This is an optimization exercise on Yosys and OpenROAD, whose aim is small area, a short achievable clock period and few clock cycles per item, not a production implementation. Function was checked by simulation only, so behaviour that the tests miss may differ from the original. No activity file was given, so power comes from the tool's default toggle rates.

==> v3: inputs <==
// trtcm_meter_bank
module trtcm_meter_bank (
    input  wire        clk,
    input  wire        rst,
    input  wire        in_valid,
    output wire        in_ready,
    input  wire        in_cfg,
    input  wire [3:0]  in_idx,
    input  wire [13:0] in_len,
    input  wire [39:0] in_ts,
    input  wire [27:0] in_cir,
    input  wire [27:0] in_pir,
    input  wire [23:0] in_cbs,
    input  wire [23:0] in_pbs,
    output reg         out_valid,
    output reg  [1:0]  out_colour
);
Settings: LEC_CHECK=0, CAP_MARGIN=20, CORE_MARGIN=2, CORE_UTILIZATION=30, GPL_ROUTABILITY_DRIVEN=1, PLACE_DENSITY=0.45, SLEW_MARGIN=20; clock period 28.0 ns.
run.sh (not shown) runs the stock make flow with config.mk's settings and CLKGATE_MAP_FILE= SYNTH_SCRIPT=/design/flow/synth_recipe.tcl, a recipe that flattens the netlist after the stock synthesis.
==> v34: changes against v3 <==
--- a/flow/config.mk
+++ b/flow/config.mk
@@ -7,7 +7,7 @@
 export LEC_CHECK = 0
 export CAP_MARGIN = 20
 export CORE_MARGIN = 2
-export CORE_UTILIZATION = 30
+export CORE_UTILIZATION = 55
 export GPL_ROUTABILITY_DRIVEN = 1
-export PLACE_DENSITY = 0.45
+export PLACE_DENSITY = 0.65
 export SLEW_MARGIN = 20
==> qor summary <==
quantity                                                             v3                v34
Row count                                                           267                197
Critical path depth                                                  26                 25
Proportion of power drawn by flip-flops and latches               38.0%              38.3%
Switching power                                                 4.80 mW            4.64 mW
Overall die area                                           535,000 um^2       293,000 um^2
Outcome                                                  finished clean     finished clean
Multi-input logic portion of the cell area                        40.7%              41.8%
Ratio of final minimum period to clock period                     31.1%              30.7%
Clock buffers created by TritonCTS                                  321                300
Total non-filler cell area in the finished layout          180,000 um^2       175,000 um^2
Skew-Pair Late Insertion Delay                                  0.99 ns            0.95 ns
Maximum vdd drop                                               0.109 mV           0.118 mV
Actual slew at the worst max-slew pin                           1.12 ns            1.15 ns
Die extent in x                                                  732 um             541 um
Fin util                                                          34.1%              60.9%
M1 wire length                                               225,000 um         193,000 um
Register-to-register setup slack                               19.29 ns           19.40 ns
Part of the power in the clock network                            31.1%              30.5%
Sequential share of cell area                                     43.3%              44.5%
Hold path startpoint                                  s2_qp[21]$_DFF_P_  s2_qp[27]$_DFF_P_
Via count                                                        95,200             98,000
Proportion of total power due to net switching                    35.0%              34.4%
Clock skew after layout                                       0.0956 ns          0.0824 ns
# diodes                                                              6                  5
Final worst setup slack                                        19.29 ns           19.40 ns
Layout overhead on the synthesized area                           13.2%              10.3%
Worst setup path end                                 d_q[357]$_DFFE_PP_  d_q[70]$_DFFE_PP_
Testbench counts of v3, summed over its fixed seeds: cycles 24,168, items 24,000.
Testbench counts of v34, summed over its fixed seeds: cycles 24,168, items 24,000.

==> job 5219: inputs <==
Another version of the RTL of trtcm_meter_bank (not shown whole).
clock: 28.0 ns
lec_check: 0
cap_margin: 20
core_margin: 2
core_utilization: 30
cts_buf_list: sky130_fd_sc_hd__clkbuf_8
gpl_routability_driven: 1
place_density: 0.45
slew_margin: 20
standard.sh (not shown) runs the stock make flow with config.mk's settings and CLKGATE_MAP_FILE= SYNTH_SCRIPT=/design/flow/synth_recipe.tcl, a recipe that flattens the netlist after the stock synthesis.
==> flow/flow/run.sh <==
#!/bin/bash
# The standard layout (standard.sh), with the ports buffered by
# sky130_fd_sc_hd__buf_4 instead of the smallest buffer cell ORFS picks
# (clkdlybuf4s50_1, a delay cell that is slow on the output paths).
set -euo pipefail
export BUFFER_PORTS_ARGS="-buffer_cell sky130_fd_sc_hd__buf_4"
bash standard.sh > standard.log 2>&1
==> job 2261: changes against job 5219 <==
--- a/flow/design.v
+++ b/flow/design.v
@@ -123,30 +123,24 @@
             s1_qp  <= {1'b0, pbs1} - {11'd0, len1};
             s1_len <= len1;
         end
     end
     wire [17:0] chunk = (s1_k == 2'd2) ? {14'd0, s1_dt[39:36]} :
                         (s1_k == 2'd1) ? s1_dt[35:18] : s1_dt[17:0];
-    wire [49:0] xc, yc, xp, yp;
+    wire [47:0] xc, yc, xp, yp;
     mul_cs u_mul_c (.a(s1_cir), .b(chunk), .x(xc), .y(yc));
     mul_cs u_mul_p (.a(s1_pir), .b(chunk), .x(xp), .y(yp));
     logic               s2_v;       
     logic               s2_first;
     logic               s2_cfg;
     logic               s2_met;
     logic [2:0]         s2_m;
-    logic [49:0]        s2_xc, s2_yc, s2_xp, s2_yp;
-    logic [36:0]        s2_b;       
-    logic [47:0]        s2_qc;      
-    logic [47:0]        s2_qp;      
-    wire [27:0]        lx   = {14'd0, s1_len};
-    wire [27:0]        b15  = (lx << 14) - (lx << 10) + (lx << 8) + (lx << 3) + lx;
-    wire [38:0]        qcx  = {{14{s1_qc[24]}}, s1_qc};
-    wire [38:0]        qpx  = {{14{s1_qp[24]}}, s1_qp};
-    wire [38:0]        qc15 = (qcx << 14) - (qcx << 10) + (qcx << 8) + (qcx << 3) + qcx;
-    wire [38:0]        qp15 = (qpx << 14) - (qpx << 10) + (qpx << 8) + (qpx << 3) + qpx;
+    logic [47:0]        s2_xc, s2_yc, s2_xp, s2_yp;
+    logic [13:0]        s2_len;
+    logic [24:0]        s2_qc;      
+    logic [24:0]        s2_qp;      
     always_ff @(posedge clk) begin
         if (rst) s2_v <= 1'b0;
         else     s2_v <= s1_v & ~hold;
     end
     always_ff @(posedge clk) begin
         s2_first <= s1_first;
@@ -154,40 +148,40 @@
         s2_met   <= s1_met;
         s2_m     <= s1_m;
         s2_xc    <= xc;
         s2_yc    <= yc;
         s2_xp    <= xp;
         s2_yp    <= yp;
-        s2_b     <= {b15, 9'd0};
-        s2_qc    <= {qc15, 9'd0};
-        s2_qp    <= {qp15, 9'd0};
+        s2_len   <= s1_len;
+        s2_qc    <= s1_qc;
+        s2_qp    <= s1_qp;
     end
     logic [NM-1:0][46:0] d_q;       
     logic [NM-1:0][46:0] e_q;       
     logic [NM-1:0]       de_ok;     
     logic               s3_v;
     logic               s3_cfg;
     logic               s3_met;
     logic [2:0]         s3_m;
     logic [46:0]        s3_gc, s3_gp;
     logic [46:0]        s3_d, s3_e;
     logic [36:0]        s3_b;       
-    logic [49:0]        s3_rc;      
-    logic [49:0]        s3_rp;      
-    logic               s3_qcn;     
-    logic               s3_qpn;     
+    logic [47:0]        s3_qc;      
+    logic [47:0]        s3_qp;      
+    wire [27:0]        lx   = {14'd0, s2_len};
+    wire [27:0]        b15  = (lx << 14) - (lx << 10) + (lx << 8) + (lx << 3) + lx;
+    wire [38:0]        qcx  = {{14{s2_qc[24]}}, s2_qc};
+    wire [38:0]        qpx  = {{14{s2_qp[24]}}, s2_qp};
+    wire [38:0]        qc15 = (qcx << 14) - (qcx << 10) + (qcx << 8) + (qcx << 3) + qcx;
+    wire [38:0]        qp15 = (qpx << 14) - (qpx << 10) + (qpx << 8) + (qpx << 3) + qpx;
     wire [46:0] acc_c = s2_first ? 47'd0 : {s3_gc[28:0], 18'd0};
     wire [46:0] acc_p = s2_first ? 47'd0 : {s3_gp[28:0], 18'd0};
     wire        sat_c = ~s2_first & (|s3_gc[46:29]);
     wire        sat_p = ~s2_first & (|s3_gp[46:29]);
-    wire [47:0] sum_c = {1'b0, acc_c} + s2_xc[47:0] + s2_yc[47:0];      
-    wire [47:0] sum_p = {1'b0, acc_p} + s2_xp[47:0] + s2_yp[47:0];
-    wire [49:0] r_c   = {3'd0, acc_c} + s2_xc + s2_yc + {{2{s2_qc[47]}}, s2_qc};   
-    wire [49:0] r_p   = {3'd0, acc_p} + s2_xp + s2_yp + {{2{s2_qp[47]}}, s2_qp};
-    wire        gc_sat = sat_c | sum_c[47];
-    wire        gp_sat = sat_p | sum_p[47];
+    wire [47:0] sum_c = {1'b0, acc_c} + s2_xc + s2_yc;      
+    wire [47:0] sum_p = {1'b0, acc_p} + s2_xp + s2_yp;
     logic [46:0] d_new, e_new;
     logic        fr4, cfg4;
     logic        s5_v;
     logic [2:0]  s5_m;
     logic [46:0] s5_d, s5_e;
     wire        fwd4 = (s2_m == s3_m);
@@ -204,32 +198,30 @@
         else     s3_v <= s2_v;
     end
     always_ff @(posedge clk) begin
         s3_cfg <= s2_cfg;
         s3_met <= s2_met;
         s3_m   <= s2_m;
-        s3_gc  <= gc_sat ? {47{1'b1}} : sum_c[46:0];
-        s3_gp  <= gp_sat ? {47{1'b1}} : sum_p[46:0];
-        s3_rc  <= gc_sat ? {1'b0, {49{1'b1}}} : r_c;
-        s3_rp  <= gp_sat ? {1'b0, {49{1'b1}}} : r_p;
-        s3_qcn <= s2_qc[47];
-        s3_qpn <= s2_qp[47];
+        s3_gc  <= (sat_c | sum_c[47]) ? {47{1'b1}} : sum_c[46:0];
+        s3_gp  <= (sat_p | sum_p[47]) ? {47{1'b1}} : sum_p[46:0];
         s3_d   <= d2;
         s3_e   <= e2;
-        s3_b   <= s2_b;
+        s3_b   <= {b15, 9'd0};
+        s3_qc  <= {qc15, 9'd0};
+        s3_qp  <= {qp15, 9'd0};
     end
     wire [48:0]        dsub = {2'd0, s3_d} - {2'd0, s3_gc};
     wire [48:0]        esub = {2'd0, s3_e} - {2'd0, s3_gp};
     wire [46:0]        dadd = s3_d - s3_gc + 47'(s3_b);
     wire [46:0]        eadd = s3_e - s3_gp + 47'(s3_b);
-    wire [49:0]        dcmp = {3'd0, s3_d} - s3_rc - 50'd1;     
-    wire [49:0]        ecmp = {3'd0, s3_e} - s3_rp - 50'd1;
+    wire [49:0]        dcmp = {3'd0, s3_d} - {3'd0, s3_gc} - {{2{s3_qc[47]}}, s3_qc} - 50'd1;
+    wire [49:0]        ecmp = {3'd0, s3_e} - {3'd0, s3_gp} - {{2{s3_qp[47]}}, s3_qp} - 50'd1;
     wire dge   = ~dsub[48];                           
     wire ege   = ~esub[48];
-    wire ylw   = s3_qcn | ~dcmp[49];                  
-    wire red   = s3_qpn | ~ecmp[49];                  
+    wire ylw   = s3_qc[47] | ~dcmp[49];               
+    wire red   = s3_qp[47] | ~ecmp[49];               
     wire green = ~red & ~ylw;
     wire d_add = green & dge;
     wire d_sub = ~green & dge;
     wire d_b   = green & ~dge;
     wire e_add = ~red & ege;
     wire e_sub = red & ege;
@@ -274,14 +266,14 @@
         end
     end
 endmodule
 module mul_cs (
     input  wire [27:0] a,
     input  wire [17:0] b,
-    output wire [49:0] x,
-    output wire [49:0] y
+    output wire [47:0] x,
+    output wire [47:0] y
 );
     wire one0;
     wire two0;
     wire neg0;
     wire t1;
     wire t2;
@@ -1981,9 +1973,9 @@
     assign t817 = t730 ^ t731 ^ 1'b1;
     assign t818 = (t730 & t731) | (1'b1 & (t730 ^ t731));
     assign t819 = t732 ^ t270 ^ t298;
     assign t820 = (t732 & t270) | (t298 & (t732 ^ t270));
     assign t821 = t299 ^ 1'b1;
     assign t822 = t299 & 1'b1;
-    assign x = {1'b1, 1'b1, t822, t820, t818, t816, t814, t812, t810, t808, t806, t804, t802, t800, t798, t796, t794, t792, t790, t788, t786, t784, t782, t780, t778, t776, t774, t772, t770, t768, t766, t764, t762, t760, t758, t756, t754, t752, t750, t748, t746, t744, t742, t740, t738, t736, t734, t733, t2, t1};
-    assign y = {1'b0, 1'b0, t300, t821, t819, t817, t815, t813, t811, t809, t807, t805, t803, t801, t799, t797, t795, t793, t791, t789, t787, t785, t783, t781, t779, t777, t775, t773, t771, t769, t767, t765, t763, t761, t759, t757, t755, t753, t751, t749, t747, t745, t743, t741, t739, t737, t735, neg1, 1'b0, neg0};
+    assign x = {t822, t820, t818, t816, t814, t812, t810, t808, t806, t804, t802, t800, t798, t796, t794, t792, t790, t788, t786, t784, t782, t780, t778, t776, t774, t772, t770, t768, t766, t764, t762, t760, t758, t756, t754, t752, t750, t748, t746, t744, t742, t740, t738, t736, t734, t733, t2, t1};
+    assign y = {t300, t821, t819, t817, t815, t813, t811, t809, t807, t805, t803, t801, t799, t797, t795, t793, t791, t789, t787, t785, t783, t781, t779, t777, t775, t773, t771, t769, t767, t765, t763, t761, t759, t757, t755, t753, t751, t749, t747, t745, t743, t741, t739, t737, t735, neg1, 1'b0, neg0};
 endmodule
CTS_BUF_LIST = unset   (was sky130_fd_sc_hd__clkbuf_8)
==> summary.md <==
| Metric | Value |
|---|---|
| Status | `no timing/DRC/antenna violations` |
| Post-synth top cells | `2178 x edfxtp_1, 1665 x nand2_1, 1464 x inv_1, 1013 x a21oi_1, 896 x ha_1` |
| Buf/Inv on CP | `1` |
| Synth Area in Compound Gates | `0.119` |
| Util after Layout | `0.336` |
| Combinational power | `approximately 13000 uW` |
| Relative slew slack | `0.219` |
| Initial Utilization | `0.300` |
| Core box area | `0.564 mm^2` |
| Cell count after synthesis | `14700` |
| Critical Path RT | `22.40 ns` |
| Post-Synth Adder-Cell Area | `0.167` |
# the run above: job 5219

==> summary.md <==
| Metric | Value |
|---|---|
| Relative slew slack | `0.212` |
| Synth Area in Compound Gates | `0.114` |
| Initial Utilization | `0.301` |
| Buf/Inv on CP | `6` |
| Util after Layout | `0.339` |
| Status | `no timing/DRC/antenna violations` |
| Cell count after synthesis | `13500` |
| Combinational power | `around 7500 uW` |
# the run above: job 2261

Testbench counts of job 5219, summed over its fixed seeds: cycles 24,168, items 24,000.
Testbench counts of job 2261, summed over its fixed seeds: cycles 24,168, items 24,000.

separate check: timing with driven ports:
Ports are ideal in the flow. The routed layouts listed here were re-timed in OpenROAD.
Step 1, drivers: a clkbuf_16 drives clk and a buf_2 each remaining input, both assumed.
Step 2 adds t to the input delays and takes it off the output delays; t is the mean of the earliest and latest rising clock arrival at the registers after step 1. Input paths then give back, and output paths get back, about the clock's delay inside the block.
Three values: ideal, step 1, step 2; two values: the first two.
run | t (ns) | setup slack, ns | hold slack, ns | worst setup path at the end
v3 | 1.050 | 19.294 / 19.294 / 19.294 | 0.317 / 0.317 / 0.317 | register to register
v34 | 1.010 | 19.401 / 19.401 / 19.401 | 0.292 / 0.292 / 0.292 | register to register
job 5219 | 1.322 | 20.055 / 19.940 / 20.960 | 0.315 / 0.315 / 0.315 | input to register
job 2261 | 1.060 | 20.183 / 20.183 / 20.183 | 0.315 / 0.315 / 0.315 | register to register
After both steps setup and hold are still met in every run listed.
